Context: an optimization exercise on an open-source flow, tuned for a short achievable clock period and few clock cycles per item. The choices shown serve that exercise and are no tape-out recipe. Only simulation tests tie the RTL to the original design; equivalence was not proved. No activity file was given, so power comes from the tool's default toggle rates.

==> 01-11: inputs <==
// slice_decoder
module slice_decoder (
    input  wire         clk,
    input  wire         rst,
    input  wire [127:0] in_units,
    input  wire [3:0]   in_avail,    
    output wire [3:0]   in_take,     
    input  wire         anchor_en,
    input  wire [31:0]  anchor_prev,
    output reg          dict_en0,
    output reg  [14:0]  dict_addr0,
    input  wire [31:0]  dict_rdata0,
    output reg          dict_en1,
    output reg  [14:0]  dict_addr1,
    input  wire [31:0]  dict_rdata1,
    output wire [1:0]   out_cnt,
    output wire [31:0]  out_word0,
    output wire [31:0]  out_word1,
    input  wire         out_ready
);
clock: 5.0 ns
lec_check: 0
abc_clock_period_in_ps: 2200
cap_margin: 20
cell_pad_in_sites_detail_placement: 1
cell_pad_in_sites_global_placement: 1
core_margin: 2
core_utilization: 30
cts_cluster_diameter: 110
cts_cluster_size: 28
place_density: 0.6
setup_slack_margin: 2.6
slew_margin: 20
run.sh (not shown) runs the stock make flow with config.mk's settings and CLKGATE_MAP_FILE= SYNTH_SCRIPT=/design/flow/synth_recipe.tcl, a recipe that flattens the netlist after the stock synthesis.
==> 04-17: changes against 01-11 <==
CTS_CLUSTER_DIAMETER = 100   (was 110)
CTS_CLUSTER_SIZE = 20   (was 28)
PLACE_DENSITY = 0.5   (was 0.6)
==> 02-10: changes against 01-11 <==
--- a/flow/design.v
+++ b/flow/design.v
@@ -12,18 +12,18 @@
     output reg          dict_en1,
     output reg  [14:0]  dict_addr1,
     input  wire [31:0]  dict_rdata1,
     output wire [1:0]   out_cnt,
     output wire [31:0]  out_word0,
     output wire [31:0]  out_word1,
     input  wire         out_ready
 );
-    localparam UB = 21;          
-    localparam FA = 13;          
+    localparam UB = 23;          
+    localparam FA = 15;          
     localparam QD = 12;          
     wire flush = rst | anchor_en;
     integer i, k, t;
     reg [17:0] ub [0:UB-1];
     reg [UB:0] foh;              
     reg [UB-1:0] fgt;            
     reg        acc;              
     assign in_take = in_avail & {4{acc}};
@@ -311,17 +311,17 @@
             rge2 <= 1'b0;
             req1 <= 1'b0;
             ocnt <= 2'd0;
             oe   <= 1'b1;
             last <= rst ? 32'd0 : anchor_prev;
         end else begin
             foh  <= foh_nx;
             fgt  <= fgt_nx;
-            acc  <= acc ? ~fgt_nx[FA - 8] : ~fgt_nx[FA];
+            acc  <= acc ? ~agt[FA - 8] : ~agt[FA];   
             tkq  <= in_take;
             lrem <= lrem_nx;
             lz   <= lrem_nx == 7'd0;
             l1   <= lrem_nx == 7'd1;
             ok   <= ok_nx;
             p1e0 <= e0;
             p1e1 <= e1;
             p2e0 <= p1e0;
ABC_CLOCK_PERIOD_IN_PS = 1800   (was 2200)
CTS_CLUSTER_DIAMETER = 100   (was 110)
CTS_CLUSTER_SIZE = 20   (was 28)
PLACE_DENSITY = 0.5   (was 0.6)
==> comparison table <==
|  | 04-17 | 02-10 | 01-11 |
|---|---|---|---|
| Int Pwr | 18300 µW | 18400 µW | 17200 µW |
| Cell area power density | 299 nW/µm² | 287 nW/µm² | 287 nW/µm² |
| Routed Wire Length | 441 mm | 477 mm | 416 mm |
| Storage cell area | 32400 µm² | 33200 µm² | 32400 µm² |
| Total of clock buffers placed in the layout | 120 | 122 | 85 |
| Run status | complete, no violations | complete, no violations | complete, no violations |
| TritonCTS Buffers | 97 | 98 | 72 |
| Worst r2r dst | acc | ub[12][9] | foh[10] |
| Clock network fraction of total power | 32.7% | 32.2% | 29.4% |
| Hold Crit Start | ub[0][12] | p1v0[1] | p1v0[5] |
| Horizontal die dimension | 506 µm | 524 µm | 506 µm |
| Mean instance size in the synthesized netlist | 8.82 µm² | 8.60 µm² | 8.82 µm² |
| Proportion of layout cells with a drive suffix above 1 | 15.8% | 16.8% | 15.9% |
| Non-clock buffers, area share | 10.8% | 10.3% | 10.5% |
| Non-clock inverter count in the final layout | 36 | 35 | 36 |
| Share of synthesized area spent on multiplexers | 3.12% | 3.08% | 3.12% |
| GR Layer Usage met2 | 51.8% | 51.9% | 47.5% |
Testbench counts of 01-11, summed over its fixed seeds: cycles 60,003, words 119,345.
Testbench counts of 04-17, summed over its fixed seeds: cycles 60,003, words 119,345.
Testbench counts of 02-10, summed over its fixed seeds: cycles 60,044, words 119,345.

==> port drivers added, routing unchanged <==
The flow's constraints put no driver on any port. The routed layouts listed below were extracted and timed again, unchanged, in two steps. Step 1, drivers: a clkbuf_16 drives clk and a buf_2 each remaining input, both assumed. Step 2 adds t to the input delays and takes it off the output delays; t is the mean of the earliest and latest rising clock arrival at the registers after step 1. Input paths then give back, and output paths get back, about the clock's delay inside the block. Three values: ideal, step 1, step 2; two values: the first two.
run	t (ns)	setup WS [ns]	worst slew at a driven data input, ns
01-11	0.892	2.484 / 2.440 / 1.987	0.10
04-17	0.891	2.542 / 2.484 / 1.854	0.14
02-10	0.905	2.422 / 2.422 / 1.828	0.17
After both steps setup and hold are still met in every run listed. For 04-17, which loses most, drivers alone change the setup slack by -0.058 ns; drivers and shift together by -0.688 ns.
